This is an optimization exercise on Yosys and OpenROAD, whose aim is small area and a short achievable clock period, not a production implementation. Function was checked by simulation only, so behaviour that the tests miss may differ from the original.

===== run.sh =====
#!/bin/bash
# synth_recipe.tcl (not shown) runs the flow's synth.tcl, then flattens the netlist and writes it again
# the make line also repeats each setting of config.mk as NAME=value (left out here)
make -C /OpenROAD-flow-scripts/flow DESIGN_CONFIG=/design/flow/config.mk WORK_HOME=/design/flow/orfs CLKGATE_MAP_FILE= SYNTH_SCRIPT=/design/flow/synth_recipe.tcl finish

===== config.mk =====
export PLATFORM = sky130hd
export DESIGN_NAME = ic_line_codec
export DESIGN_NICKNAME = ic_line_codec
export VERILOG_FILES = /design/flow/design.v
export SDC_FILE = /design/flow/constraint.sdc
export NUM_CORES = 4
export LEC_CHECK = 0
export CAP_MARGIN = 20
export CORE_MARGIN = 2
export CORE_UTILIZATION = 40
export SLEW_MARGIN = 20

===== constraint.sdc =====
create_clock -name core_clock -period 6.0 [get_ports {clk}]
set_input_delay 1.2000 -clock core_clock [delete_from_list [all_inputs] [get_ports {clk}]]
set_output_delay 1.2000 -clock core_clock [all_outputs]
set_load 0.01 [all_outputs]

===== design.v =====
module ic_locate_net (
    input  wire [23:0]  synd,
    output wire [175:0] z
);
    wire y24 = synd[6] ^ synd[7];
    wire y25 = synd[14] ^ synd[15];
    wire y26 = synd[4] ^ synd[5];
    wire y27 = synd[12] ^ synd[13];
    wire y28 = synd[3] ^ synd[7];
    wire y29 = synd[11] ^ synd[15];
    wire y30 = synd[0] ^ synd[6];
    wire y31 = synd[8] ^ synd[14];
    wire y32 = synd[1] ^ synd[5];
    wire y33 = synd[9] ^ synd[13];
    wire y34 = synd[1] ^ synd[2];
    wire y35 = synd[9] ^ synd[10];
    wire y36 = synd[3] ^ synd[4];
    wire y37 = synd[11] ^ synd[12];
    wire y38 = synd[2] ^ y24;
    wire y39 = synd[10] ^ y25;
    wire y40 = y24 ^ y32;
    wire y41 = y25 ^ y33;
    wire y42 = y26 ^ y30;
    wire y43 = y27 ^ y31;
    wire y44 = synd[3] ^ y26;
    wire y45 = synd[11] ^ y27;
    wire y46 = synd[2] ^ y36;
    wire y47 = synd[10] ^ y37;
    wire y48 = y28 ^ y34;
    wire y49 = y29 ^ y35;
    wire y50 = synd[2] ^ synd[10];
    wire y51 = synd[10] ^ synd[18];
    wire y52 = synd[2] ^ synd[11];
    wire y53 = synd[10] ^ synd[19];
    wire y54 = synd[11] ^ y24;
    wire y55 = synd[19] ^ y25;
    wire y56 = y30 ^ y34;
    wire y57 = y31 ^ y35;
    wire y58 = synd[4] ^ synd[12];
    wire y59 = synd[12] ^ synd[20];
    wire y60 = synd[1] ^ synd[10];
    wire y61 = synd[9] ^ synd[18];
    wire y62 = synd[5] ^ synd[10];
    wire y63 = synd[13] ^ synd[18];
    wire y64 = synd[4] ^ synd[10];
    wire y65 = synd[12] ^ synd[18];
    wire y66 = synd[3] ^ synd[5];
    wire y67 = synd[11] ^ synd[13];
    wire y68 = synd[0] ^ synd[7];
    wire y69 = synd[8] ^ synd[15];
    wire y70 = synd[11] ^ y26;
    wire y71 = synd[19] ^ y27;
    wire y72 = synd[0] ^ y32;
    wire y73 = synd[8] ^ y33;
    wire y74 = synd[0] ^ synd[8];
    wire y75 = synd[1] ^ synd[9];
    wire y76 = synd[3] ^ synd[11];
    wire y77 = synd[5] ^ synd[13];
    wire y78 = synd[6] ^ synd[14];
    wire y79 = synd[7] ^ synd[15];
    wire y80 = synd[8] ^ synd[16];
    wire y81 = synd[9] ^ synd[17];
    wire y82 = synd[11] ^ synd[19];
    wire y83 = synd[13] ^ synd[21];
    wire y84 = synd[14] ^ synd[22];
    wire y85 = synd[15] ^ synd[23];
    wire y86 = synd[7] ^ synd[8];
    wire y87 = synd[0] ^ synd[9];
    wire y88 = synd[4] ^ synd[13];
    wire y89 = synd[5] ^ synd[14];
    wire y90 = synd[6] ^ synd[15];
    wire y91 = synd[15] ^ synd[16];
    wire y92 = synd[8] ^ synd[17];
    wire y93 = synd[12] ^ synd[21];
    wire y94 = synd[13] ^ synd[22];
    wire y95 = synd[14] ^ synd[23];
    wire y96 = synd[6] ^ synd[8];
    wire y97 = synd[7] ^ synd[9];
    wire y98 = synd[4] ^ synd[14];
    wire y99 = synd[5] ^ synd[15];
    wire y100 = synd[14] ^ synd[16];
    wire y101 = synd[15] ^ synd[17];
    wire y102 = synd[12] ^ synd[22];
    wire y103 = synd[13] ^ synd[23];
    wire y104 = synd[5] ^ synd[8];
    wire y105 = synd[6] ^ synd[9];
    wire y106 = synd[5] ^ synd[11];
    wire y107 = synd[4] ^ synd[15];
    wire y108 = synd[13] ^ synd[16];
    wire y109 = synd[14] ^ synd[17];
    wire y110 = synd[13] ^ synd[19];
    wire y111 = synd[12] ^ synd[23];
    wire y112 = synd[4] ^ synd[8];
    wire y113 = synd[5] ^ synd[9];
    wire y114 = synd[12] ^ synd[16];
    wire y115 = synd[13] ^ synd[17];
    wire y116 = synd[4] ^ synd[9];
    wire y117 = synd[12] ^ synd[17];
    wire y118 = synd[3] ^ synd[6];
    wire y119 = synd[11] ^ synd[14];
    wire y120 = synd[0] ^ synd[1];
    wire y121 = synd[8] ^ synd[9];
    wire y122 = synd[7] ^ y60;
    wire y123 = synd[7] ^ y52;
    wire y124 = synd[12] ^ y28;
    wire y125 = synd[15] ^ y61;
    wire y126 = synd[15] ^ y53;
    wire y127 = synd[20] ^ y29;
    wire y128 = synd[10] ^ y30;
    wire y129 = synd[13] ^ y28;
    wire y130 = synd[18] ^ y31;
    wire y131 = synd[21] ^ y29;
    wire y132 = synd[7] ^ y62;
    wire y133 = y30 ^ y106;
    wire y134 = synd[14] ^ y28;
    wire y135 = synd[15] ^ y63;
    wire y136 = y31 ^ y110;
    wire y137 = synd[22] ^ y29;
    wire y138 = synd[6] ^ y64;
    wire y139 = synd[15] ^ y28;
    wire y140 = synd[14] ^ y65;
    wire y141 = synd[23] ^ y29;
    wire y142 = synd[8] ^ y28;
    wire y143 = y28 ^ y62;
    wire y144 = synd[16] ^ y29;
    wire y145 = y29 ^ y63;
    wire y146 = synd[9] ^ y28;
    wire y147 = synd[6] ^ y52;
    wire y148 = synd[17] ^ y29;
    wire y149 = synd[14] ^ y53;
    wire y150 = synd[10] ^ y32;
    wire y151 = synd[18] ^ y33;
    wire y152 = y26 ^ y50;
    wire y153 = synd[11] ^ y36;
    wire y154 = y27 ^ y51;
    wire y155 = synd[19] ^ y37;
    wire y156 = y24 ^ y36;
    wire y157 = synd[0] ^ y28;
    wire y158 = y25 ^ y37;
    wire y159 = synd[8] ^ y29;
    wire y160 = y30 ^ y50;
    wire y161 = y58 ^ y68;
    wire y162 = y31 ^ y51;
    wire y163 = y59 ^ y69;
    wire y164 = synd[1] ^ y54;
    wire y165 = synd[12] ^ y38;
    wire y166 = synd[9] ^ y55;
    wire y167 = synd[20] ^ y39;
    wire y168 = synd[12] ^ y40;
    wire y169 = synd[13] ^ y38;
    wire y170 = synd[20] ^ y41;
    wire y171 = synd[21] ^ y39;
    wire y172 = synd[7] ^ y70;
    wire y173 = synd[12] ^ y42;
    wire y174 = synd[13] ^ y40;
    wire y175 = synd[14] ^ y38;
    wire y176 = synd[15] ^ y71;
    wire y177 = synd[20] ^ y43;
    wire y178 = synd[21] ^ y41;
    wire y179 = synd[22] ^ y39;
    wire y180 = y36 ^ y54;
    wire y181 = synd[12] ^ y44;
    wire y182 = synd[13] ^ y42;
    wire y183 = synd[14] ^ y40;
    wire y184 = synd[15] ^ y38;
    wire y185 = y37 ^ y55;
    wire y186 = synd[20] ^ y45;
    wire y187 = synd[21] ^ y43;
    wire y188 = synd[22] ^ y41;
    wire y189 = synd[23] ^ y39;
    wire y190 = synd[8] ^ y38;
    wire y191 = y38 ^ y64;
    wire y192 = y66 ^ y147;
    wire y193 = synd[12] ^ y46;
    wire y194 = synd[13] ^ y44;
    wire y195 = synd[14] ^ y42;
    wire y196 = synd[15] ^ y40;
    wire y197 = synd[16] ^ y39;
    wire y198 = y39 ^ y65;
    wire y199 = y67 ^ y149;
    wire y200 = synd[20] ^ y47;
    wire y201 = synd[21] ^ y45;
    wire y202 = synd[22] ^ y43;
    wire y203 = synd[23] ^ y41;
    wire y204 = synd[8] ^ y40;
    wire y205 = synd[9] ^ y38;
    wire y206 = y118 ^ y150;
    wire y207 = y34 ^ y70;
    wire y208 = synd[12] ^ y48;
    wire y209 = synd[13] ^ y46;
    wire y210 = synd[14] ^ y44;
    wire y211 = synd[15] ^ y42;
    wire y212 = synd[16] ^ y41;
    wire y213 = synd[17] ^ y39;
    wire y214 = y119 ^ y151;
    wire y215 = y35 ^ y71;
    wire y216 = synd[20] ^ y49;
    wire y217 = synd[21] ^ y47;
    wire y218 = synd[22] ^ y45;
    wire y219 = synd[23] ^ y43;
    wire y220 = synd[8] ^ y42;
    wire y221 = synd[9] ^ y40;
    wire y222 = y68 ^ y152;
    wire y223 = y120 ^ y153;
    wire y224 = synd[12] ^ y56;
    wire y225 = synd[13] ^ y48;
    wire y226 = synd[14] ^ y46;
    wire y227 = synd[15] ^ y44;
    wire y228 = synd[16] ^ y43;
    wire y229 = synd[17] ^ y41;
    wire y230 = y69 ^ y154;
    wire y231 = y121 ^ y155;
    wire y232 = synd[20] ^ y57;
    wire y233 = synd[21] ^ y49;
    wire y234 = synd[22] ^ y47;
    wire y235 = synd[23] ^ y45;
    wire y236 = synd[8] ^ y44;
    wire y237 = synd[9] ^ y42;
    wire y238 = y60 ^ y156;
    wire y239 = y52 ^ y157;
    wire y240 = synd[12] ^ y72;
    wire y241 = synd[13] ^ y56;
    wire y242 = synd[14] ^ y48;
    wire y243 = synd[15] ^ y46;
    wire y244 = synd[16] ^ y45;
    wire y245 = synd[17] ^ y43;
    wire y246 = y61 ^ y158;
    wire y247 = y53 ^ y159;
    wire y248 = synd[20] ^ y73;
    wire y249 = synd[21] ^ y57;
    wire y250 = synd[22] ^ y49;
    wire y251 = synd[23] ^ y47;
    wire y252 = synd[8] ^ y46;
    wire y253 = synd[9] ^ y44;
    wire y254 = y66 ^ y160;
    wire y255 = y34 ^ y54;
    wire y256 = synd[13] ^ y72;
    wire y257 = synd[14] ^ y56;
    wire y258 = synd[15] ^ y48;
    wire y259 = synd[16] ^ y47;
    wire y260 = synd[17] ^ y45;
    wire y261 = y67 ^ y162;
    wire y262 = y35 ^ y55;
    wire y263 = synd[21] ^ y73;
    wire y264 = synd[22] ^ y57;
    wire y265 = synd[23] ^ y49;
    assign z[0] = y74;
    assign z[1] = y75;
    assign z[2] = y50;
    assign z[3] = y76;
    assign z[4] = y58;
    assign z[5] = y77;
    assign z[6] = y78;
    assign z[7] = y79;
    assign z[8] = y80;
    assign z[9] = y81;
    assign z[10] = y51;
    assign z[11] = y82;
    assign z[12] = y59;
    assign z[13] = y83;
    assign z[14] = y84;
    assign z[15] = y85;
    assign z[16] = y86;
    assign z[17] = y87;
    assign z[18] = y122;
    assign z[19] = y123;
    assign z[20] = y124;
    assign z[21] = y88;
    assign z[22] = y89;
    assign z[23] = y90;
    assign z[24] = y91;
    assign z[25] = y92;
    assign z[26] = y125;
    assign z[27] = y126;
    assign z[28] = y127;
    assign z[29] = y93;
    assign z[30] = y94;
    assign z[31] = y95;
    assign z[32] = y96;
    assign z[33] = y97;
    assign z[34] = y128;
    assign z[35] = y164;
    assign z[36] = y165;
    assign z[37] = y129;
    assign z[38] = y98;
    assign z[39] = y99;
    assign z[40] = y100;
    assign z[41] = y101;
    assign z[42] = y130;
    assign z[43] = y166;
    assign z[44] = y167;
    assign z[45] = y131;
    assign z[46] = y102;
    assign z[47] = y103;
    assign z[48] = y104;
    assign z[49] = y105;
    assign z[50] = y132;
    assign z[51] = y133;
    assign z[52] = y168;
    assign z[53] = y169;
    assign z[54] = y134;
    assign z[55] = y107;
    assign z[56] = y108;
    assign z[57] = y109;
    assign z[58] = y135;
    assign z[59] = y136;
    assign z[60] = y170;
    assign z[61] = y171;
    assign z[62] = y137;
    assign z[63] = y111;
    assign z[64] = y112;
    assign z[65] = y113;
    assign z[66] = y138;
    assign z[67] = y172;
    assign z[68] = y173;
    assign z[69] = y174;
    assign z[70] = y175;
    assign z[71] = y139;
    assign z[72] = y114;
    assign z[73] = y115;
    assign z[74] = y140;
    assign z[75] = y176;
    assign z[76] = y177;
    assign z[77] = y178;
    assign z[78] = y179;
    assign z[79] = y141;
    assign z[80] = y142;
    assign z[81] = y116;
    assign z[82] = y143;
    assign z[83] = y180;
    assign z[84] = y181;
    assign z[85] = y182;
    assign z[86] = y183;
    assign z[87] = y184;
    assign z[88] = y144;
    assign z[89] = y117;
    assign z[90] = y145;
    assign z[91] = y185;
    assign z[92] = y186;
    assign z[93] = y187;
    assign z[94] = y188;
    assign z[95] = y189;
    assign z[96] = y190;
    assign z[97] = y146;
    assign z[98] = y191;
    assign z[99] = y192;
    assign z[100] = y193;
    assign z[101] = y194;
    assign z[102] = y195;
    assign z[103] = y196;
    assign z[104] = y197;
    assign z[105] = y148;
    assign z[106] = y198;
    assign z[107] = y199;
    assign z[108] = y200;
    assign z[109] = y201;
    assign z[110] = y202;
    assign z[111] = y203;
    assign z[112] = y204;
    assign z[113] = y205;
    assign z[114] = y206;
    assign z[115] = y207;
    assign z[116] = y208;
    assign z[117] = y209;
    assign z[118] = y210;
    assign z[119] = y211;
    assign z[120] = y212;
    assign z[121] = y213;
    assign z[122] = y214;
    assign z[123] = y215;
    assign z[124] = y216;
    assign z[125] = y217;
    assign z[126] = y218;
    assign z[127] = y219;
    assign z[128] = y220;
    assign z[129] = y221;
    assign z[130] = y222;
    assign z[131] = y223;
    assign z[132] = y224;
    assign z[133] = y225;
    assign z[134] = y226;
    assign z[135] = y227;
    assign z[136] = y228;
    assign z[137] = y229;
    assign z[138] = y230;
    assign z[139] = y231;
    assign z[140] = y232;
    assign z[141] = y233;
    assign z[142] = y234;
    assign z[143] = y235;
    assign z[144] = y236;
    assign z[145] = y237;
    assign z[146] = y238;
    assign z[147] = y239;
    assign z[148] = y240;
    assign z[149] = y241;
    assign z[150] = y242;
    assign z[151] = y243;
    assign z[152] = y244;
    assign z[153] = y245;
    assign z[154] = y246;
    assign z[155] = y247;
    assign z[156] = y248;
    assign z[157] = y249;
    assign z[158] = y250;
    assign z[159] = y251;
    assign z[160] = y252;
    assign z[161] = y253;
    assign z[162] = y254;
    assign z[163] = y255;
    assign z[164] = y161;
    assign z[165] = y256;
    assign z[166] = y257;
    assign z[167] = y258;
    assign z[168] = y259;
    assign z[169] = y260;
    assign z[170] = y261;
    assign z[171] = y262;
    assign z[172] = y163;
    assign z[173] = y263;
    assign z[174] = y264;
    assign z[175] = y265;
endmodule
module ic_encoder (
    input  wire [63:0] data,
    output wire [23:0] check
);
    wire e64 = data[40] ^ data[41];
    wire e65 = data[59] ^ data[43];
    wire e66 = data[51] ^ e64;
    wire e67 = data[62] ^ data[19];
    wire e68 = data[55] ^ data[46];
    wire e69 = data[38] ^ data[6];
    wire e70 = data[60] ^ data[17];
    wire e71 = data[61] ^ data[21];
    wire e72 = data[54] ^ data[11];
    wire e73 = data[52] ^ e65;
    wire e74 = data[35] ^ data[23];
    wire e75 = data[47] ^ data[39];
    wire e76 = data[26] ^ data[16];
    wire e77 = data[53] ^ data[44];
    wire e78 = data[56] ^ data[25];
    wire e79 = data[49] ^ data[36];
    wire e80 = data[57] ^ data[24];
    wire e81 = data[42] ^ data[27];
    wire e82 = data[45] ^ data[30];
    wire e83 = data[28] ^ e66;
    wire e84 = data[58] ^ data[48];
    wire e85 = data[50] ^ data[7];
    wire e86 = data[63] ^ data[20];
    wire e87 = data[12] ^ data[14];
    wire e88 = data[5] ^ e73;
    wire e89 = data[31] ^ data[13];
    wire e90 = data[37] ^ e74;
    wire e91 = data[22] ^ e67;
    wire e92 = data[8] ^ e69;
    wire e93 = data[33] ^ e75;
    wire e94 = e70 ^ e81;
    wire e95 = e72 ^ e77;
    wire e96 = data[18] ^ e71;
    wire e97 = data[32] ^ data[2];
    wire e98 = data[34] ^ data[4];
    wire e99 = e76 ^ e80;
    wire e100 = data[10] ^ e68;
    wire e101 = e78 ^ e82;
    wire e102 = e83 ^ e86;
    wire e103 = data[9] ^ data[1];
    wire e104 = data[58] ^ data[3];
    wire e105 = data[28] ^ data[29];
    wire e106 = data[0] ^ e79;
    wire e107 = e84 ^ e87;
    wire e108 = e85 ^ e90;
    wire e109 = data[54] ^ e96;
    wire e110 = e88 ^ e93;
    wire e111 = data[18] ^ data[15];
    wire e112 = data[52] ^ data[42];
    wire e113 = data[53] ^ data[20];
    wire e114 = data[56] ^ data[12];
    wire e115 = data[9] ^ data[7];
    wire e116 = data[61] ^ data[5];
    wire e117 = e71 ^ e97;
    wire e118 = data[36] ^ e98;
    wire e119 = e97 ^ e104;
    wire e120 = e82 ^ e114;
    wire e121 = e69 ^ e79;
    wire e122 = data[29] ^ e85;
    wire e123 = data[0] ^ e76;
    wire e124 = e68 ^ e89;
    wire e125 = e67 ^ e87;
    wire e126 = data[59] ^ e66;
    wire e127 = data[32] ^ e91;
    wire e128 = data[13] ^ e106;
    wire e129 = e78 ^ e92;
    wire e130 = data[6] ^ e94;
    wire e131 = data[60] ^ e92;
    wire e132 = data[24] ^ e95;
    wire e133 = e80 ^ e107;
    wire e134 = data[15] ^ e99;
    wire e135 = data[25] ^ e83;
    wire e136 = data[37] ^ data[38];
    wire e137 = data[49] ^ data[19];
    wire e138 = data[51] ^ data[46];
    wire e139 = data[47] ^ data[33];
    wire e140 = data[48] ^ data[16];
    wire e141 = data[57] ^ data[62];
    wire e142 = data[22] ^ data[5];
    wire e143 = data[55] ^ data[17];
    wire e144 = data[37] ^ data[31];
    wire e145 = data[26] ^ data[31];
    wire e146 = data[39] ^ data[30];
    wire e147 = e68 ^ e111;
    wire e148 = data[19] ^ e112;
    wire e149 = data[23] ^ e70;
    wire e150 = data[34] ^ e103;
    wire e151 = e74 ^ e113;
    wire e152 = data[1] ^ e137;
    wire e153 = data[45] ^ e72;
    wire e154 = data[20] ^ e139;
    wire e155 = data[3] ^ e115;
    wire e156 = data[46] ^ e89;
    wire e157 = data[40] ^ e75;
    wire e158 = e84 ^ e98;
    wire e159 = data[41] ^ e105;
    wire e160 = data[35] ^ e77;
    wire e161 = data[38] ^ e116;
    wire e162 = data[14] ^ e99;
    wire e163 = e86 ^ e93;
    wire e164 = e73 ^ e100;
    wire e165 = e96 ^ e153;
    wire e166 = e118 ^ e119;
    wire e167 = data[10] ^ e95;
    wire e168 = e121 ^ e142;
    wire e169 = e95 ^ e105;
    wire e170 = data[50] ^ e124;
    wire e171 = e101 ^ e123;
    wire e172 = data[45] ^ e94;
    wire e173 = e122 ^ e146;
    wire e174 = data[12] ^ e108;
    wire e175 = e126 ^ e128;
    wire e176 = e91 ^ e130;
    wire e177 = e65 ^ e131;
    wire e178 = e154 ^ e166;
    wire e179 = e108 ^ e157;
    wire e180 = data[44] ^ e109;
    wire e181 = data[11] ^ e88;
    wire e182 = e133 ^ e145;
    wire e183 = e102 ^ e117;
    wire e184 = e110 ^ e155;
    wire e185 = e102 ^ e120;
    wire e186 = e72 ^ e135;
    wire e187 = data[39] ^ data[16];
    wire e188 = data[24] ^ data[7];
    wire e189 = data[44] ^ data[29];
    wire e190 = data[56] ^ data[21];
    wire e191 = data[63] ^ data[34];
    wire e192 = data[36] ^ data[23];
    wire e193 = data[57] ^ data[48];
    wire e194 = data[27] ^ data[10];
    wire e195 = data[57] ^ data[26];
    wire e196 = data[14] ^ data[15];
    wire e197 = data[43] ^ data[47];
    wire e198 = data[29] ^ data[13];
    wire e199 = data[43] ^ data[6];
    wire e200 = data[27] ^ data[18];
    wire e201 = data[49] ^ data[42];
    wire e202 = data[52] ^ data[43];
    wire e203 = data[25] ^ data[8];
    wire e204 = data[9] ^ data[10];
    wire e205 = data[50] ^ data[4];
    wire e206 = e84 ^ e187;
    wire e207 = data[8] ^ e85;
    wire e208 = e103 ^ e136;
    wire e209 = e87 ^ e188;
    wire e210 = data[9] ^ e138;
    wire e211 = data[35] ^ e71;
    wire e212 = e113 ^ e136;
    wire e213 = e70 ^ e98;
    wire e214 = e140 ^ e141;
    wire e215 = e143 ^ e191;
    wire e216 = data[58] ^ e65;
    wire e217 = e79 ^ e86;
    wire e218 = e68 ^ e141;
    wire e219 = e144 ^ e192;
    wire e220 = data[21] ^ e69;
    wire e221 = e103 ^ e193;
    wire e222 = data[1] ^ e74;
    wire e223 = e143 ^ e194;
    wire e224 = e78 ^ e195;
    wire e225 = data[60] ^ e81;
    wire e226 = e197 ^ e198;
    wire e227 = e75 ^ e80;
    wire e228 = e112 ^ e199;
    wire e229 = data[7] ^ e70;
    wire e230 = data[49] ^ e67;
    wire e231 = e84 ^ e138;
    wire e232 = e89 ^ e201;
    wire e233 = data[2] ^ e202;
    wire e234 = e203 ^ e204;
    wire e235 = data[61] ^ e76;
    wire e236 = e79 ^ e81;
    wire e237 = e82 ^ e89;
    wire e238 = e104 ^ e111;
    wire e239 = e64 ^ e76;
    wire e240 = e144 ^ e205;
    wire e241 = e147 ^ e206;
    wire e242 = e148 ^ e149;
    wire e243 = e207 ^ e208;
    wire e244 = e117 ^ e150;
    wire e245 = e151 ^ e209;
    wire e246 = data[3] ^ e93;
    wire e247 = e100 ^ e107;
    wire e248 = e90 ^ e148;
    wire e249 = e189 ^ e210;
    wire e250 = e100 ^ e118;
    wire e251 = e120 ^ e140;
    wire e252 = e211 ^ e212;
    wire e253 = e90 ^ e156;
    wire e254 = e190 ^ e213;
    wire e255 = e101 ^ e116;
    wire e256 = e216 ^ e217;
    wire e257 = e122 ^ e123;
    wire e258 = e218 ^ e219;
    wire e259 = e106 ^ e151;
    wire e260 = e220 ^ e221;
    wire e261 = e125 ^ e222;
    wire e262 = e64 ^ e101;
    wire e263 = e119 ^ e152;
    wire e264 = e77 ^ e91;
    wire e265 = e90 ^ e158;
    wire e266 = e196 ^ e224;
    wire e267 = e91 ^ e96;
    wire e268 = e100 ^ e121;
    wire e269 = e158 ^ e159;
    wire e270 = e160 ^ e225;
    wire e271 = e94 ^ e147;
    wire e272 = e161 ^ e226;
    wire e273 = e101 ^ e124;
    wire e274 = e125 ^ e159;
    wire e275 = e227 ^ e228;
    wire e276 = e161 ^ e200;
    wire e277 = e92 ^ e149;
    wire e278 = e230 ^ e231;
    wire e279 = e150 ^ e232;
    wire e280 = e66 ^ e160;
    wire e281 = e233 ^ e234;
    wire e282 = e73 ^ e115;
    wire e283 = e235 ^ e236;
    wire e284 = e237 ^ e238;
    wire e285 = e125 ^ e239;
    wire e286 = e127 ^ e129;
    wire e287 = e162 ^ e163;
    wire e288 = e242 ^ e243;
    wire e289 = e128 ^ e164;
    wire e290 = e244 ^ e245;
    wire e291 = e132 ^ e152;
    wire e292 = e246 ^ e247;
    wire e293 = e131 ^ e165;
    wire e294 = e248 ^ e249;
    wire e295 = e127 ^ e250;
    wire e296 = e251 ^ e252;
    wire e297 = e163 ^ e167;
    wire e298 = e168 ^ e214;
    wire e299 = e253 ^ e254;
    wire e300 = e133 ^ e165;
    wire e301 = e168 ^ e215;
    wire e302 = e169 ^ e255;
    wire e303 = e257 ^ e258;
    wire e304 = e88 ^ e170;
    wire e305 = e259 ^ e260;
    wire e306 = e171 ^ e223;
    wire e307 = e109 ^ e134;
    wire e308 = e156 ^ e262;
    wire e309 = e94 ^ e126;
    wire e310 = e129 ^ e162;
    wire e311 = e170 ^ e264;
    wire e312 = e109 ^ e172;
    wire e313 = e265 ^ e266;
    wire e314 = e88 ^ e134;
    wire e315 = e267 ^ e268;
    wire e316 = e269 ^ e270;
    wire e317 = e132 ^ e271;
    wire e318 = e273 ^ e274;
    wire e319 = e127 ^ e229;
    wire e320 = e132 ^ e171;
    wire e321 = e277 ^ e278;
    wire e322 = e83 ^ e129;
    wire e323 = e134 ^ e173;
    wire e324 = e130 ^ e173;
    wire e325 = e280 ^ e281;
    wire e326 = e167 ^ e282;
    wire e327 = e283 ^ e284;
    wire e328 = e164 ^ e169;
    wire e329 = e172 ^ e240;
    wire e330 = e174 ^ e175;
    wire e331 = e241 ^ e286;
    wire e332 = e175 ^ e287;
    wire e333 = e176 ^ e289;
    wire e334 = e177 ^ e291;
    wire e335 = e178 ^ e293;
    wire e336 = e295 ^ e296;
    wire e337 = e297 ^ e298;
    wire e338 = e179 ^ e300;
    wire e339 = e176 ^ e179;
    wire e340 = e256 ^ e302;
    wire e341 = e177 ^ e180;
    wire e342 = e304 ^ e305;
    wire e343 = e181 ^ e261;
    wire e344 = e110 ^ e174;
    wire e345 = e263 ^ e307;
    wire e346 = e178 ^ e309;
    wire e347 = e310 ^ e311;
    wire e348 = e102 ^ e312;
    wire e349 = e314 ^ e315;
    wire e350 = e272 ^ e317;
    wire e351 = e180 ^ e275;
    wire e352 = e182 ^ e276;
    wire e353 = e110 ^ e320;
    wire e354 = e181 ^ e279;
    wire e355 = e322 ^ e323;
    wire e356 = e182 ^ e324;
    wire e357 = e135 ^ e326;
    wire e358 = e285 ^ e328;
    wire e359 = e330 ^ e331;
    wire e360 = e288 ^ e332;
    wire e361 = e290 ^ e333;
    wire e362 = e183 ^ e292;
    wire e363 = e294 ^ e335;
    wire e364 = e184 ^ e336;
    wire e365 = e299 ^ e337;
    wire e366 = e301 ^ e338;
    wire e367 = e339 ^ e340;
    wire e368 = e185 ^ e303;
    wire e369 = e186 ^ e342;
    wire e370 = e183 ^ e306;
    wire e371 = e308 ^ e344;
    wire e372 = e346 ^ e347;
    wire e373 = e184 ^ e313;
    wire e374 = e316 ^ e349;
    wire e375 = e185 ^ e350;
    wire e376 = e318 ^ e351;
    wire e377 = e186 ^ e319;
    wire e378 = e321 ^ e353;
    wire e379 = e354 ^ e355;
    wire e380 = e325 ^ e356;
    wire e381 = e327 ^ e357;
    wire e382 = e329 ^ e358;
    wire e383 = e334 ^ e362;
    wire e384 = e341 ^ e368;
    wire e385 = e343 ^ e370;
    wire e386 = e345 ^ e371;
    wire e387 = e348 ^ e373;
    wire e388 = e352 ^ e377;
    assign check[16] = e359;
    assign check[17] = e360;
    assign check[18] = e361;
    assign check[19] = e383;
    assign check[20] = e363;
    assign check[21] = e364;
    assign check[22] = e365;
    assign check[23] = e366;
    assign check[8] = e367;
    assign check[9] = e384;
    assign check[10] = e369;
    assign check[11] = e385;
    assign check[12] = e386;
    assign check[13] = e372;
    assign check[14] = e387;
    assign check[15] = e374;
    assign check[0] = e375;
    assign check[1] = e376;
    assign check[2] = e388;
    assign check[3] = e378;
    assign check[4] = e379;
    assign check[5] = e380;
    assign check[6] = e381;
    assign check[7] = e382;
endmodule
module ic_syndrome (
    input  wire [87:0] word,
    output wire [23:0] synd
);
    wire x88 = word[82] ^ word[76];
    wire x89 = word[75] ^ word[68];
    wire x90 = word[84] ^ word[36];
    wire x91 = word[78] ^ word[30];
    wire x92 = word[69] ^ word[62];
    wire x93 = word[61] ^ word[55];
    wire x94 = word[81] ^ word[74];
    wire x95 = word[60] ^ word[54];
    wire x96 = word[77] ^ word[29];
    wire x97 = word[71] ^ word[23];
    wire x98 = word[47] ^ word[15];
    wire x99 = word[64] ^ word[22];
    wire x100 = word[57] ^ word[43];
    wire x101 = word[72] ^ word[58];
    wire x102 = word[51] ^ word[37];
    wire x103 = word[80] ^ word[66];
    wire x104 = word[73] ^ word[59];
    wire x105 = word[45] ^ word[31];
    wire x106 = word[67] ^ word[53];
    wire x107 = word[83] ^ x88;
    wire x108 = x89 ^ x92;
    wire x109 = word[39] ^ x94;
    wire x110 = word[70] ^ word[63];
    wire x111 = word[65] ^ word[44];
    wire x112 = word[50] ^ word[38];
    wire x113 = word[52] ^ word[46];
    wire x114 = word[48] ^ word[42];
    wire x115 = x99 ^ x100;
    wire x116 = x101 ^ x102;
    wire x117 = x103 ^ x105;
    wire x118 = x93 ^ x107;
    wire x119 = x95 ^ x109;
    wire x120 = word[86] ^ word[79];
    wire x121 = word[32] ^ word[26];
    wire x122 = word[20] ^ word[14];
    wire x123 = word[33] ^ word[27];
    wire x124 = word[40] ^ word[34];
    wire x125 = word[41] ^ word[35];
    wire x126 = x90 ^ x96;
    wire x127 = x91 ^ x97;
    wire x128 = x104 ^ x106;
    wire x129 = x121 ^ x122;
    wire x130 = word[21] ^ x123;
    wire x131 = word[28] ^ x124;
    wire x132 = x111 ^ x116;
    wire x133 = word[56] ^ word[49];
    wire x134 = word[87] ^ x98;
    wire x135 = word[85] ^ x112;
    wire x136 = x113 ^ x114;
    wire x137 = x98 ^ x108;
    wire x138 = x115 ^ x117;
    wire x139 = word[63] ^ x129;
    wire x140 = x108 ^ x119;
    wire x141 = word[80] ^ word[56];
    wire x142 = word[72] ^ word[0];
    wire x143 = word[81] ^ word[73];
    wire x144 = word[65] ^ word[49];
    wire x145 = word[57] ^ word[17];
    wire x146 = word[82] ^ word[50];
    wire x147 = word[58] ^ word[18];
    wire x148 = word[83] ^ word[75];
    wire x149 = word[59] ^ word[43];
    wire x150 = word[51] ^ word[11];
    wire x151 = word[60] ^ word[12];
    wire x152 = word[52] ^ word[4];
    wire x153 = word[85] ^ word[5];
    wire x154 = word[69] ^ word[37];
    wire x155 = word[61] ^ word[13];
    wire x156 = word[70] ^ word[62];
    wire x157 = word[46] ^ word[14];
    wire x158 = word[38] ^ word[6];
    wire x159 = word[79] ^ word[31];
    wire x160 = word[84] ^ word[1];
    wire x161 = word[36] ^ word[29];
    wire x162 = word[24] ^ word[30];
    wire x163 = word[23] ^ word[15];
    wire x164 = word[47] ^ word[7];
    wire x165 = word[16] ^ x141;
    wire x166 = word[25] ^ x144;
    wire x167 = word[10] ^ x146;
    wire x168 = word[19] ^ x149;
    wire x169 = word[44] ^ x90;
    wire x170 = word[86] ^ x91;
    wire x171 = word[78] ^ x120;
    wire x172 = x89 ^ x120;
    wire x173 = x110 ^ x163;
    wire x174 = word[66] ^ x95;
    wire x175 = word[71] ^ x135;
    wire x176 = word[3] ^ x134;
    wire x177 = x113 ^ x117;
    wire x178 = x127 ^ x128;
    wire x179 = word[70] ^ x130;
    wire x180 = x131 ^ x136;
    wire x181 = x125 ^ x126;
    wire x182 = word[22] ^ x130;
    wire x183 = word[54] ^ x118;
    wire x184 = word[2] ^ x138;
    wire x185 = x119 ^ x172;
    wire x186 = x131 ^ x182;
    wire x187 = x137 ^ x183;
    wire x188 = word[87] ^ x140;
    wire x189 = word[64] ^ word[48];
    wire x190 = word[40] ^ word[32];
    wire x191 = word[24] ^ word[8];
    wire x192 = word[41] ^ word[33];
    wire x193 = word[9] ^ word[1];
    wire x194 = word[74] ^ word[66];
    wire x195 = word[42] ^ word[34];
    wire x196 = word[26] ^ word[2];
    wire x197 = word[67] ^ word[35];
    wire x198 = word[27] ^ word[3];
    wire x199 = word[76] ^ word[68];
    wire x200 = word[28] ^ word[20];
    wire x201 = word[53] ^ word[45];
    wire x202 = word[54] ^ word[22];
    wire x203 = word[63] ^ word[55];
    wire x204 = word[39] ^ word[7];
    wire x205 = word[50] ^ word[0];
    wire x206 = word[83] ^ word[85];
    wire x207 = word[76] ^ word[77];
    wire x208 = word[55] ^ word[8];
    wire x209 = word[52] ^ word[16];
    wire x210 = word[61] ^ word[46];
    wire x211 = word[17] ^ word[23];
    wire x212 = word[87] ^ word[32];
    wire x213 = word[25] ^ word[30];
    wire x214 = word[18] ^ word[11];
    wire x215 = word[40] ^ word[33];
    wire x216 = word[38] ^ word[26];
    wire x217 = word[82] ^ word[48];
    wire x218 = word[41] ^ word[47];
    wire x219 = word[34] ^ word[27];
    wire x220 = word[42] ^ word[35];
    wire x221 = word[28] ^ word[21];
    wire x222 = word[81] ^ word[77];
    wire x223 = word[73] ^ word[67];
    wire x224 = word[44] ^ word[39];
    wire x225 = word[49] ^ word[8];
    wire x226 = word[64] ^ word[65];
    wire x227 = word[10] ^ word[4];
    wire x228 = word[72] ^ word[45];
    wire x229 = word[29] ^ word[5];
    wire x230 = word[75] ^ word[67];
    wire x231 = word[69] ^ word[36];
    wire x232 = word[12] ^ word[6];
    wire x233 = word[80] ^ word[74];
    wire x234 = word[68] ^ word[53];
    wire x235 = word[37] ^ word[31];
    wire x236 = x142 ^ x189;
    wire x237 = x190 ^ x191;
    wire x238 = x143 ^ x145;
    wire x239 = x192 ^ x193;
    wire x240 = x147 ^ x194;
    wire x241 = x195 ^ x196;
    wire x242 = x148 ^ x150;
    wire x243 = x197 ^ x198;
    wire x244 = x151 ^ x152;
    wire x245 = x199 ^ x200;
    wire x246 = word[21] ^ x96;
    wire x247 = x153 ^ x154;
    wire x248 = x155 ^ x201;
    wire x249 = x156 ^ x157;
    wire x250 = x158 ^ x202;
    wire x251 = x97 ^ x159;
    wire x252 = x203 ^ x204;
    wire x253 = x110 ^ x205;
    wire x254 = x92 ^ x110;
    wire x255 = x160 ^ x206;
    wire x256 = x207 ^ x208;
    wire x257 = word[9] ^ x104;
    wire x258 = x161 ^ x209;
    wire x259 = x106 ^ x161;
    wire x260 = x162 ^ x210;
    wire x261 = x104 ^ x112;
    wire x262 = x152 ^ x212;
    wire x263 = x213 ^ x214;
    wire x264 = word[19] ^ x151;
    wire x265 = x153 ^ x215;
    wire x266 = word[20] ^ x155;
    wire x267 = x158 ^ x217;
    wire x268 = x218 ^ x219;
    wire x269 = x106 ^ x133;
    wire x270 = x157 ^ x164;
    wire x271 = x220 ^ x221;
    wire x272 = word[43] ^ x91;
    wire x273 = x114 ^ x133;
    wire x274 = x142 ^ x148;
    wire x275 = x154 ^ x159;
    wire x276 = word[15] ^ x88;
    wire x277 = x93 ^ x100;
    wire x278 = x102 ^ x105;
    wire x279 = x133 ^ x160;
    wire x280 = x223 ^ x224;
    wire x281 = x90 ^ x225;
    wire x282 = word[9] ^ x101;
    wire x283 = x93 ^ x94;
    wire x284 = x111 ^ x112;
    wire x285 = x88 ^ x103;
    wire x286 = x125 ^ x145;
    wire x287 = x150 ^ x228;
    wire x288 = x96 ^ x97;
    wire x289 = x99 ^ x110;
    wire x290 = x125 ^ x143;
    wire x291 = x147 ^ x162;
    wire x292 = x230 ^ x231;
    wire x293 = word[13] ^ x114;
    wire x294 = x156 ^ x164;
    wire x295 = x233 ^ x234;
    wire x296 = x165 ^ x236;
    wire x297 = x166 ^ x238;
    wire x298 = x167 ^ x240;
    wire x299 = x168 ^ x242;
    wire x300 = x169 ^ x244;
    wire x301 = x246 ^ x247;
    wire x302 = x170 ^ x249;
    wire x303 = x134 ^ x251;
    wire x304 = x115 ^ x126;
    wire x305 = x127 ^ x254;
    wire x306 = x255 ^ x256;
    wire x307 = x171 ^ x257;
    wire x308 = x115 ^ x167;
    wire x309 = x211 ^ x259;
    wire x310 = x126 ^ x173;
    wire x311 = x261 ^ x262;
    wire x312 = x109 ^ x216;
    wire x313 = x264 ^ x265;
    wire x314 = x128 ^ x266;
    wire x315 = x267 ^ x268;
    wire x316 = x269 ^ x270;
    wire x317 = x169 ^ x174;
    wire x318 = x222 ^ x272;
    wire x319 = x273 ^ x274;
    wire x320 = x135 ^ x171;
    wire x321 = x276 ^ x277;
    wire x322 = x278 ^ x279;
    wire x323 = x116 ^ x170;
    wire x324 = x129 ^ x136;
    wire x325 = x174 ^ x226;
    wire x326 = x128 ^ x165;
    wire x327 = x227 ^ x283;
    wire x328 = x173 ^ x229;
    wire x329 = x285 ^ x286;
    wire x330 = x232 ^ x288;
    wire x331 = x289 ^ x290;
    wire x332 = x291 ^ x292;
    wire x333 = x107 ^ x127;
    wire x334 = x166 ^ x168;
    wire x335 = x235 ^ x293;
    wire x336 = x294 ^ x295;
    wire x337 = x237 ^ x296;
    wire x338 = x239 ^ x297;
    wire x339 = x241 ^ x298;
    wire x340 = x243 ^ x299;
    wire x341 = x245 ^ x300;
    wire x342 = x248 ^ x301;
    wire x343 = x250 ^ x302;
    wire x344 = x252 ^ x303;
    wire x345 = x253 ^ x304;
    wire x346 = x132 ^ x305;
    wire x347 = x175 ^ x258;
    wire x348 = x132 ^ x176;
    wire x349 = x260 ^ x308;
    wire x350 = x132 ^ x138;
    wire x351 = x263 ^ x310;
    wire x352 = x132 ^ x177;
    wire x353 = x178 ^ x312;
    wire x354 = x177 ^ x314;
    wire x355 = x118 ^ x271;
    wire x356 = x139 ^ x175;
    wire x357 = x275 ^ x317;
    wire x358 = x318 ^ x319;
    wire x359 = x179 ^ x280;
    wire x360 = x320 ^ x321;
    wire x361 = x139 ^ x180;
    wire x362 = x281 ^ x323;
    wire x363 = x118 ^ x176;
    wire x364 = x178 ^ x179;
    wire x365 = x181 ^ x282;
    wire x366 = x324 ^ x325;
    wire x367 = x137 ^ x139;
    wire x368 = x284 ^ x326;
    wire x369 = x287 ^ x328;
    wire x370 = x118 ^ x180;
    wire x371 = x330 ^ x331;
    wire x372 = x181 ^ x333;
    wire x373 = x334 ^ x335;
    wire x374 = x306 ^ x346;
    wire x375 = x184 ^ x307;
    wire x376 = x185 ^ x309;
    wire x377 = x348 ^ x349;
    wire x378 = x311 ^ x350;
    wire x379 = x313 ^ x352;
    wire x380 = x185 ^ x315;
    wire x381 = x316 ^ x355;
    wire x382 = x356 ^ x357;
    wire x383 = x322 ^ x359;
    wire x384 = x184 ^ x361;
    wire x385 = x363 ^ x364;
    wire x386 = x365 ^ x366;
    wire x387 = x186 ^ x327;
    wire x388 = x367 ^ x368;
    wire x389 = x140 ^ x186;
    wire x390 = x329 ^ x369;
    wire x391 = x332 ^ x370;
    wire x392 = x336 ^ x372;
    wire x393 = x187 ^ x345;
    wire x394 = x187 ^ x347;
    wire x395 = x376 ^ x377;
    wire x396 = x351 ^ x378;
    wire x397 = x353 ^ x379;
    wire x398 = x354 ^ x380;
    wire x399 = x188 ^ x381;
    wire x400 = x358 ^ x382;
    wire x401 = x360 ^ x383;
    wire x402 = x188 ^ x362;
    wire x403 = x385 ^ x386;
    wire x404 = x387 ^ x388;
    wire x405 = x389 ^ x390;
    wire x406 = x371 ^ x391;
    wire x407 = x373 ^ x392;
    wire x408 = x375 ^ x394;
    wire x409 = x384 ^ x402;
    assign synd[0] = x337;
    assign synd[1] = x338;
    assign synd[2] = x339;
    assign synd[3] = x340;
    assign synd[4] = x341;
    assign synd[5] = x342;
    assign synd[6] = x343;
    assign synd[7] = x344;
    assign synd[8] = x393;
    assign synd[9] = x374;
    assign synd[10] = x408;
    assign synd[11] = x395;
    assign synd[12] = x396;
    assign synd[13] = x397;
    assign synd[14] = x398;
    assign synd[15] = x399;
    assign synd[16] = x400;
    assign synd[17] = x401;
    assign synd[18] = x409;
    assign synd[19] = x403;
    assign synd[20] = x404;
    assign synd[21] = x405;
    assign synd[22] = x406;
    assign synd[23] = x407;
endmodule
module ic_decoder (
    input  wire [87:0] word,
    input  wire [23:0] synd,      
    output wire [87:0] fixed,     
    output wire        ce,        
    output wire        ue,        
    output wire [3:0]  sym        
);
    wire [7:0]   s0 = synd[7:0];
    wire [175:0] z;
    wire [10:0]  fit;             
    wire         nz0 = |s0;
    ic_locate_net u_net (.synd(synd), .z(z));
    genvar s;
    generate
        for (s = 0; s < 11; s = s + 1) begin : g_sym
            assign fit[s] = ~|z[16*(10-s) +: 16];
            assign fixed[87-8*s -: 8] = word[87-8*s -: 8] ^ ({8{fit[s]}} & s0);
        end
    endgenerate
    assign ce     = nz0 & (|fit);
    assign sym[0] = nz0 & (fit[1] | fit[3] | fit[5] | fit[7] | fit[9]);
    assign sym[1] = nz0 & (fit[2] | fit[3] | fit[6] | fit[7] | fit[10]);
    assign sym[2] = nz0 & (fit[4] | fit[5] | fit[6] | fit[7]);
    assign sym[3] = nz0 & (fit[8] | fit[9] | fit[10]);
    assign ue     = (|synd) & ~ce;
endmodule
module ic_line_codec (
    input  wire         clk,
    input  wire         rst,             
    input  wire         rd_valid,
    input  wire [351:0] rd_line,         
    output wire         rd_out_valid,
    output wire [351:0] rd_out_line,     
    output wire [3:0]   rd_out_ce,
    output wire [3:0]   rd_out_ue,
    output wire [15:0]  rd_out_sym,      
    input  wire         wr_valid,
    input  wire [255:0] wr_data,         
    output reg          wr_out_valid,
    output reg  [95:0]  wr_out_check     
);
    wire [95:0] synd;
    wire [95:0] check;
    reg         rd_v_q;
    reg [351:0] rd_line_q;
    reg [95:0]  synd_q;
    genvar l;
    generate
        for (l = 0; l < 4; l = l + 1) begin : g_lane
            ic_syndrome u_syn (
                .word (rd_line[88*l +: 88]),
                .synd (synd[24*l +: 24])
            );
            ic_decoder u_dec (
                .word  (rd_line_q[88*l +: 88]),
                .synd  (synd_q[24*l +: 24]),
                .fixed (rd_out_line[88*l +: 88]),
                .ce    (rd_out_ce[l]),
                .ue    (rd_out_ue[l]),
                .sym   (rd_out_sym[4*l +: 4])
            );
            ic_encoder u_enc (
                .data  (wr_data[64*l +: 64]),
                .check (check[24*l +: 24])
            );
        end
    endgenerate
    always @(posedge clk) begin
        if (rst) begin
            rd_v_q       <= 1'b0;
            wr_out_valid <= 1'b0;
        end else begin
            rd_v_q       <= rd_valid;
            wr_out_valid <= wr_valid;
        end
        rd_line_q    <= rd_line;
        synd_q       <= synd;
        wr_out_check <= check;
    end
    assign rd_out_valid = rd_v_q;
endmodule

==> summary.md, run 1 <==
| Metric | Value |
|---|---|
| Vias in the first global route | `43904` |
| Pre-Repair DR Iteration Count | `5` |
| CTS root buf | `clkbuf_16` |
| Library cells used by synthesis | `between 70 and 80` |
| Layout Nets | `around 7400` |
| Hold Path Class | `in -> reg` |
| Post-synthesis sequential area ratio | `0.214` |
| Most numerous cell in the Yosys netlist | `xnor2_1` |
| Crit path launch type | `flip-flop` |
| DRT iter0 DRCs | `3833` |
| Cell taking the most area after synthesis | `xnor2_1` |
| Worst path most repeated cell | `buf_4` |
| Initial antenna violation count | `20` |
| Setup TNS | `0 ns` |
| Hold Crit Depth | `1` |
| M3 GR Usage | `0.0743` |
| Mapped Area | `0.0511 sq mm` |
| Fin crit share | `0.981` |
| Total CTS buffers | `69` |
| Synth top area cells | `xnor2_1 (48%), dfxtp_1 (21%), xor2_1 (12%)` |
| Die W | `361 microns` |
| Main flop type after synthesis | `dfxtp_1` |
| Filler Cell Count | `11945` |
| Via count | `43893` |
| Final setup vio count | `0` |
| RePlAce Congestion | `0.994` |
| Buf/Inv on CP | `4` |
| # IOs | `1086` |
| Met1 Resource Use GR | `0.441` |
| Min Tclk post-route | `around 5.9 ns` |
| Final hold violation count | `0` |
| CTS Hold Bufs | `0` |
| Die area | `0.131 sq mm` |
| Number of synthesis warnings | `1` |
| Core Util, Final | `0.524` |
| Row Count | `131` |
| Gr ovfl total | `0` |
| Top fanout value on the critical path | `12` |
| Post-synthesis async set-or-reset flop share | `0` |
| Initial Utilization | `0.402` |
| Post-synth EDFFs | `0` |
| Antenna-violating nets left | `0` |
| Post-Syn Nets | `6311` |
| Setup crit end kind | `output pin` |
| Area Overhead vs Synth | `30.4%` |
| Layer with the highest usage | `met2` |
| Placed Cells incl. Taps | `8319` |
| Max transition margin | `0.252` |
| Post-CTS Setup Bufs | `0` |
| Avg Cell Area, Syn | `9.01 sq um` |
| Worst-Margin Slew | `1.11 ns` |
| Synthesized flop and latch total | `roughly 550` |
| Clock transition at path regs | `0.07 ns` |
| Instance count on the critical path | `12` |
| CTS tree | `done` |
| Mapped Cells | `5675` |
| Status | `finished clean` |
| RSZ-0062 raised after global routing | `no` |
| Vias per cell | `5.20` |
| Max cap viols | `0` |
| Htree depth | `3` |
| Clk sinks | `546` |
| Post-synth top cells | `xnor2_1 (2805), xor2_1 (701), dfxtp_1 (546)` |
| Layout cells sized above 1 | `0.0531` |
| Worst EP required | `4.80 ns` |
| Post-layout instance count excluding filler cells | `~8400` |
| CP arrival | `4.69 ns` |
| Die Y | `361 microns` |
| HPWL Detailed | `198000 microns` |
| # DRC | `0` |
| GRT Overall Usage | `0.351` |
| Worst path slowest cell | `ha_2` |
| CP peak stage delay | `~0.6 ns` |
| Critical path class | `reg -> out` |
| WL final | `239000 microns` |
| First-pass GRT wire length | `331000 microns` |
| Delay-heaviest family, CP | `buffers and inverters` |
| Largest net degree at the start of global routing | `30` |
| Routed len/inst | `28.2 microns` |
| Slew Limit Fails | `0` |
| Core area | `0.127 sq mm` |
| Post-synth top area share | `0.481` |
| Clock Path Buffers | `3` |
| Cells along the critical path | `clkinv_1 -> ha_2 -> xor2_1 -> or3_1 -> a221oi_1 -> nand3_1 -> nor3_4 -> buf_4 -> nand2_1 -> xnor2_2 -> buf_4 -> clkdlybuf4s50_1` |
| Fmax | `170 MHz` |
| IO buf count | `1085` |
| M2 GR Usage | `0.583` |
[path summary, 6_finish.rpt]
path                     from               end  slack [ns]
setup / recovery   synd_q[61]  rd_out_line[225]        0.11
hold / removal    rd_line[98]     rd_line_q[98]        1.02
[metal layers]
layer / share of wire / vias to the layer above
met4: 0.047 / 12
met2: 0.46 / 2142
met5: 0.00031 / -
met1: 0.41 / 21244
met3: 0.080 / 449
li1: - / 20046
[placed cells by master, fill, tap and decap left out, drive strengths merged, types with 46 or more instances in the layout]
master / n
or3: 49
nand3: 81
xnor2: 2817
nand2: 396
clkbuf: 92
nor4: 46
nor2: 75
xor2: 712
dfxtp: 546
inv: 60
buf: 163
nor3: 135
and3: 77
clkdlybuf4s50: 1081
[cell type report]
type | instances | area [sq um] | area share
inverters | 60 | 225 | 0.00338
diodes | 6 | 15.0 | 0.000225
clock inverters | 32 | 450 | 0.00676
clock buffers | 92 | 1910 | 0.0287
flip-flops and latches | 546 | 10900 | 0.164
repair buffers | 1244 | 12100 | 0.181
well taps | 1662 | 2080 | 0.0312
multi-input cells | 4807 | 39000 | 0.585
[state kept, by name, indices dropped and copies added, names as in the netlist]
signal / flops
synd_q: 96
wr_out_valid: 1
rd_v_q: 1
rd_line_q: 352
wr_out_check: 96
[metrics by stage]
stage	instance area, sq um	hold slack, ns	setup WS [ns]
after global routing	66700	1.01	0.00450
after global placement	64200	1.72	0.437
final	66700	1.02	0.114
after CTS	66600	0.975	0.0298
after floorplan	51100	1.23	0.875
after detailed placement	64200	1.71	0.360
[what timing repair did]
item	4_1_cts	5_1_grt
resized for setup	7	12
setup endpoints to repair	4	29
pin swaps	0	1
[cells by family after synthesis]
group                      count (synthesis)  synth area share
and+or+nand+nor                          989            0.0975
xor gates and xnor gates                3559             0.622
AOI/OAI and AO/OA                        201            0.0275
buffers and inverters                    322            0.0265
adders and majority gates                 24           0.00588
muxes                                     34           0.00673
DFF                                      546             0.214
==> run 2, diff against run 1 <==
--- a/design.v
+++ b/design.v
@@ -1126,32 +1126,44 @@
     assign synd[22] = x406;
     assign synd[23] = x407;
 endmodule
+module ic_locate (
+    input  wire [23:0] synd,      
+    output wire [10:0] hit,       
+    output wire        nz         
+);
+    wire [175:0] z;
+    wire         nz0 = |synd[7:0];
+    ic_locate_net u_net (.synd(synd), .z(z));
+    genvar s;
+    generate
+        for (s = 0; s < 11; s = s + 1) begin : g_sym
+            assign hit[s] = nz0 & ~|z[16*(10-s) +: 16];
+        end
+    endgenerate
+    assign nz = |synd;
+endmodule
 module ic_decoder (
     input  wire [87:0] word,
-    input  wire [23:0] synd,      
+    input  wire [7:0]  s0,        
+    input  wire [10:0] hit,       
+    input  wire        nz,        
     output wire [87:0] fixed,     
     output wire        ce,        
     output wire        ue,        
     output wire [3:0]  sym        
 );
-    wire [7:0]   s0 = synd[7:0];
-    wire [175:0] z;
-    wire [10:0]  fit;             
-    wire         nz0 = |s0;
-    ic_locate_net u_net (.synd(synd), .z(z));
     genvar s;
     generate
         for (s = 0; s < 11; s = s + 1) begin : g_sym
-            assign fit[s] = ~|z[16*(10-s) +: 16];
-            assign fixed[87-8*s -: 8] = word[87-8*s -: 8] ^ ({8{fit[s]}} & s0);
+            assign fixed[87-8*s -: 8] = word[87-8*s -: 8] ^ ({8{hit[s]}} & s0);
         end
     endgenerate
-    assign ce     = nz0 & (|fit);
-    assign sym[0] = nz0 & (fit[1] | fit[3] | fit[5] | fit[7] | fit[9]);
-    assign sym[1] = nz0 & (fit[2] | fit[3] | fit[6] | fit[7] | fit[10]);
-    assign sym[2] = nz0 & (fit[4] | fit[5] | fit[6] | fit[7]);
-    assign sym[3] = nz0 & (fit[8] | fit[9] | fit[10]);
-    assign ue     = (|synd) & ~ce;
+    assign ce     = |hit;
+    assign sym[0] = hit[1] | hit[3] | hit[5] | hit[7] | hit[9];
+    assign sym[1] = hit[2] | hit[3] | hit[6] | hit[7] | hit[10];
+    assign sym[2] = hit[4] | hit[5] | hit[6] | hit[7];
+    assign sym[3] = hit[8] | hit[9] | hit[10];
+    assign ue     = nz & ~ce;
 endmodule
 module ic_line_codec (
     input  wire         clk,
@@ -1169,10 +1181,14 @@
     output reg  [95:0]  wr_out_check     
 );
     wire [95:0] synd;
+    wire [43:0] hit;
+    wire [3:0]  nz;
     wire [95:0] check;
     reg         rd_v_q;
     reg [351:0] rd_line_q;
-    reg [95:0]  synd_q;
+    reg [31:0]  s0_q;
+    reg [43:0]  hit_q;
+    reg [3:0]   nz_q;
     genvar l;
     generate
         for (l = 0; l < 4; l = l + 1) begin : g_lane
@@ -1180,9 +1196,16 @@
                 .word (rd_line[88*l +: 88]),
                 .synd (synd[24*l +: 24])
             );
+            ic_locate u_loc (
+                .synd (synd[24*l +: 24]),
+                .hit  (hit[11*l +: 11]),
+                .nz   (nz[l])
+            );
             ic_decoder u_dec (
                 .word  (rd_line_q[88*l +: 88]),
-                .synd  (synd_q[24*l +: 24]),
+                .s0    (s0_q[8*l +: 8]),
+                .hit   (hit_q[11*l +: 11]),
+                .nz    (nz_q[l]),
                 .fixed (rd_out_line[88*l +: 88]),
                 .ce    (rd_out_ce[l]),
                 .ue    (rd_out_ue[l]),
@@ -1192,6 +1215,8 @@
                 .data  (wr_data[64*l +: 64]),
                 .check (check[24*l +: 24])
             );
+            always @(posedge clk)
+                s0_q[8*l +: 8] <= synd[24*l +: 8];
         end
     endgenerate
     always @(posedge clk) begin
@@ -1203,7 +1228,8 @@
             wr_out_valid <= wr_valid;
         end
         rd_line_q    <= rd_line;
-        synd_q       <= synd;
+        hit_q        <= hit;
+        nz_q         <= nz;
         wr_out_check <= check;
     end
     assign rd_out_valid = rd_v_q;
==> flow/run.sh (new file) <==
#!/bin/bash
# The standard layout, with every input and output port buffered by a plain
# buffer cell instead of the one buffer_ports picks by default.
set -euo pipefail
export BUFFER_PORTS_ARGS="-buffer_cell sky130_fd_sc_hd__buf_2"
bash standard.sh > standard.log 2>&1
==> standard.sh (new file) <==
#!/bin/bash
# synth_recipe.tcl (not shown) runs the flow's synth.tcl, then flattens the netlist and writes it again
# the make line also repeats each setting of config.mk as NAME=value (left out here)
make -C /OpenROAD-flow-scripts/flow DESIGN_CONFIG=/design/flow/config.mk WORK_HOME=/design/flow/orfs CLKGATE_MAP_FILE= SYNTH_SCRIPT=/design/flow/synth_recipe.tcl "${@:-finish}"
removed: run.sh
==> run 2 against run 1 <==
  * Routed wire length is 8.7% lower
  * Final cell count shrank 1.8%
  * Clock-buffer cell count is 8 lower
  * Sequential share of layout area up 0.52 points
  * Cell area down 6.0%
  * Flip-flop and latch count is 16 lower
  * Worst hold slack got worse by 0.36 ns
  * Critical path depth up 1
  * First-iteration DRC count up 5.2%
  * Die area up 3.4%
  * Critical endpoint is now hit_q[35]
  * Largest cell class unchanged
==> summary.md, run 2 <==
| Metric | Value |
|---|---|
| First-pass GRT wire length | `309000 microns (was 331000 microns)` |
| Via count | `42873 (was 43893)` |
| Core area | `0.131 sq mm (was 0.127 sq mm)` |
| Final worst-path setup slack | `1.00 ns (was 0.114 ns)` |
| WL met2 | `103000 microns (was 111000 microns)` |
| Antenna-violating nets left | `0 (unchanged)` |
| DRT iter0 DRCs | `4034 (was 3833)` |
| Clock Path Buffers | `3 (unchanged)` |
| IO buf count | `1085 (unchanged)` |
| Hold Path Class | `in -> reg (unchanged)` |
| Mapped Area | `0.0529 sq mm (was 0.0511 sq mm)` |
| Top Layer Used | `met5 (unchanged)` |
| Hold Crit Start | `rd_line[71] (was rd_line[98])` |
| Status | `finished clean (unchanged)` |
| Number of synthesis warnings | `1 (unchanged)` |
| Commonest non-fill, non-tap cell in the layout | `xnor2_1 (unchanged)` |
| Initial Utilization | `0.403 (was 0.402)` |
| Post-synth top area share | `0.395 (was 0.481)` |
| Post-synthesis async set-or-reset flop share | `0 (unchanged)` |
| GRT Overall Usage | `0.313 (was 0.351)` |
| Top reg by flops | `rd_line_q (unchanged)` |
| Max reg flops | `352 (unchanged)` |
| PostCTS Resize Cnt | `0 (was 7)` |
| Pre-Repair DR Iteration Count | `9 (was 5)` |
| Worst setup endpoint | `hit_q[35] (was rd_out_line[225])` |
| Synth top area cells | `xnor2_1 (40%), dfxtp_1 (20%), xnor3_1 (11%) (was xnor2_1 (48%), dfxtp_1 (21%), xor2_1 (12%))` |
| Die W | `368 microns (was 361 microns)` |
| Synthesized flop and latch total | `530 (was 546)` |
| CTS tree | `done (unchanged)` |
| Clk sinks | `530 (was 546)` |
| RSZ-0062 raised after global routing | `no (unchanged)` |
| Initial antenna violation count | `14 (was 20)` |
| CTS Hold Bufs | `0 (unchanged)` |
| Worst-Margin Slew | `1.11 ns (about the same)` |
| # DRC | `0 (unchanged)` |
| Fin crit share | `0.833 (was 0.981)` |
| Area Overhead vs Synth | `18.6% (was 30.4%)` |
| Die Y | `368 microns (was 361 microns)` |
| Vias per cell | `5.17 (was 5.20)` |
| Final hold violation count | `0 (unchanged)` |
| Layout Nets | `7116 (was 7364)` |
| Die area | `0.135 sq mm (was 0.131 sq mm)` |
| Largest regs | `rd_line_q (352), wr_out_check (96), hit_q (44) (was rd_line_q (352), synd_q (96), wr_out_check (96))` |
| Largest net degree at the start of global routing | `26 (was 30)` |
| Fmax | `200 MHz (was 170 MHz)` |
| Setup TNS | `0 ns (unchanged)` |
| Mapped Cells | `5447 (was 5675)` |
| Setup crit end kind | `flip-flop (was output pin)` |
| Row Count | `133 (was 131)` |
| Post-synth EDFFs | `0 (unchanged)` |
| WL final | `218000 microns (was 239000 microns)` |
| Total CTS buffers | `67 (was 69)` |
| CP arrival | `5.55 ns (was 4.69 ns)` |
| Crit path launch type | `primary input (was flip-flop)` |
| Slew Limit Fails | `0 (unchanged)` |
| Most frequent cells in the layout | `xnor2_1 (2383), buf_2 (1085), xor2_1 (576), dfxtp_1 (530), nand2_1 (438) (was xnor2_1 (2801), clkdlybuf4s50_1 (1081), xor2_1 (698), dfxtp_1 (542), nand2_1 (396))` |
| Htree depth | `3 (unchanged)` |
| Met3 WL | `16500 microns (was 19100 microns)` |
| # IOs | `1086 (unchanged)` |
| Gr ovfl total | `0 (unchanged)` |
| DRT met1 WL | `88800 microns (was 97600 microns)` |
| Main flop type after synthesis | `dfxtp_1 (unchanged)` |
| Cell taking the most area after synthesis | `xnor2_1 (unchanged)` |
| Post-synth top cells | `xnor2_1 (2385), xor2_1 (578), dfxtp_1 (530) (was xnor2_1 (2805), xor2_1 (701), dfxtp_1 (546))` |
| Critical path launch point | `rd_line[342] (was synd_q[61])` |
| HPWL Detailed | `179000 microns (was 198000 microns)` |
| Library cells used by synthesis | `74 (was 76)` |
| Top fanout value on the critical path | `8 (was 12)` |
| Max transition margin | `0.255 (was 0.252)` |
| Most numerous cell in the Yosys netlist | `xnor2_1 (unchanged)` |
| Post-synthesis sequential area ratio | `0.201 (was 0.214)` |
| RePlAce Congestion | `0.999 (was 0.994)` |
| Vias in the first global route | `42658 (was 43904)` |
| Max cap viols | `0 (unchanged)` |
| Post-Syn Nets | `6083 (was 6311)` |
| Worst EP required | `6.55 ns (was 4.80 ns)` |
| Min Tclk post-route | `5.00 ns (was 5.89 ns)` |
| CTS root buf | `clkbuf_16 (unchanged)` |
| Routed len/inst | `26.3 microns (was 28.2 microns)` |
| Layout cells sized above 1 | `0.217 (was 0.0531)` |
| Critical path class | `in -> reg (was reg -> out)` |
| Place WS | `0.421 ns (was 0.360 ns)` |
| Post-CTS Setup Bufs | `0 (unchanged)` |
| Final setup vio count | `0 (unchanged)` |
| Final hold slack | `0.667 ns (was 1.02 ns)` |
| Clock transition at path regs | `0.07 ns (about the same)` |
| Avg Cell Area, Syn | `9.71 sq um (was 9.01 sq um)` |
run 2: changes by cell type in the layout (fill, tap and decap cells not counted), sizes merged, moves of 28 or more:
| cell | change |
|---|---|
| buf | +1042 |
| xor3 | +28 |
| xnor3 | +247 |
| clkdlybuf4s50 | -1081 |
| xor2 | -121 |
| nand2 | +42 |
| xnor2 | -391 |
run 2: final cells by class:
cell class	instances	area, sq um
Sequential cell	530	10600
Clock buffer	84	1820
Timing Repair Buffer	1205	6330
Multi-Input combinational cell	4632	41100
Inverter	44	165
Antenna cell	9	22.5
Fill cell	12611	68600
Clock inverter	35	433
Tap cell	1755	2200
run 2: how the worst min path moves through the flow:
stage               endpoint  slack [ns]  cells after the start
2_1_floorplan   rd_line_q[0]        1.23                      0
3_3_place_gp    rd_line_q[2]        1.35                      1
3_5_place_dp   rd_line_q[71]        1.35                      1
4_1_cts        rd_line_q[71]        0.61                      1
5_1_grt        rd_line_q[71]        0.65                      1
6_report       rd_line_q[71]        0.67                      1
run 2: worst max-delay path: stages:
cell and delay [ns]:
buf_2 0.18, xnor2_1 0.53, xnor2_1 0.22, xnor3_1 0.41, inv_1 0.28, ha_1 0.33
xnor3_1 0.46, xnor2_1 0.80, xor2_1 0.20, nand2_1 0.06, nor4_1 0.40, nand4_1 0.16
a2111oi_1 0.33
run 2: cell families (layout without fill, tap and decap cells):
| logic type | count (synthesis) | count (layout) | share of synthesized area |
|---|---|---|---|
| buffers and inverters | 285 | 1368 | 0.0223 |
| DFF | 530 | 530 | 0.201 |
| xor gates and xnor gates | 3322 | 3322 | 0.641 |
| other | 0 | 9 | 0 |
| AOI/OAI and AO/OA | 178 | 178 | 0.0245 |
| adders and majority gates | 24 | 24 | 0.00568 |
| muxes | 40 | 40 | 0.00772 |
| and+or+nand+nor | 1068 | 1068 | 0.0981 |
run 2: routing by layer:
layer  track usage  vias up
met2         0.524     2220
li1              -    19596
met5             0        -
met4         0.134        8
met1         0.397    20626
met3        0.0483      423
run 2: through the flow:
stage / instance area (sq um) / cells / util
after global placement: 60400 / 8166 / 0.460
after CTS: 62700 / 8285 / 0.477
after floorplan: 52900 / 5447 / -
final: 62700 / 8294 / 0.477
after global routing: 62700 / 8288 / 0.477
after detailed placement: 60400 / 8166 / 0.460

## what the ideal ports hide
In the flow no input, the clock included, has a driving cell. The finished layouts below were timed again as built, in two steps. Step 1 sets driving cells, clkbuf_16 on the clock port and buf_2 on the other inputs (assumed; they add their load-dependent delay and slew). Step 2 times the ports against the registers' clock, not the clock port: input delays grow and output delays shrink by t, the midpoint of the rising clock arrivals with the driver on. a / b / c = no drivers / after step 1 / after step 2; a / b = the first two.
| run | t (ns) | setup WS [ns] | latest minus earliest clock arrival (ns) |
|---|---|---|---|
| run 1 | 0.754 | 0.114 / 0.025 / 0.779 | 0.068 / 0.068 |
| run 2 | 0.734 | 1.003 / 1.056 / 0.322 | 0.041 / 0.041 |
After both steps setup and hold are still met in every run listed. The setup slack of run 2, which loses most, moves by +0.053 ns with the drivers and by -0.681 ns with both steps.
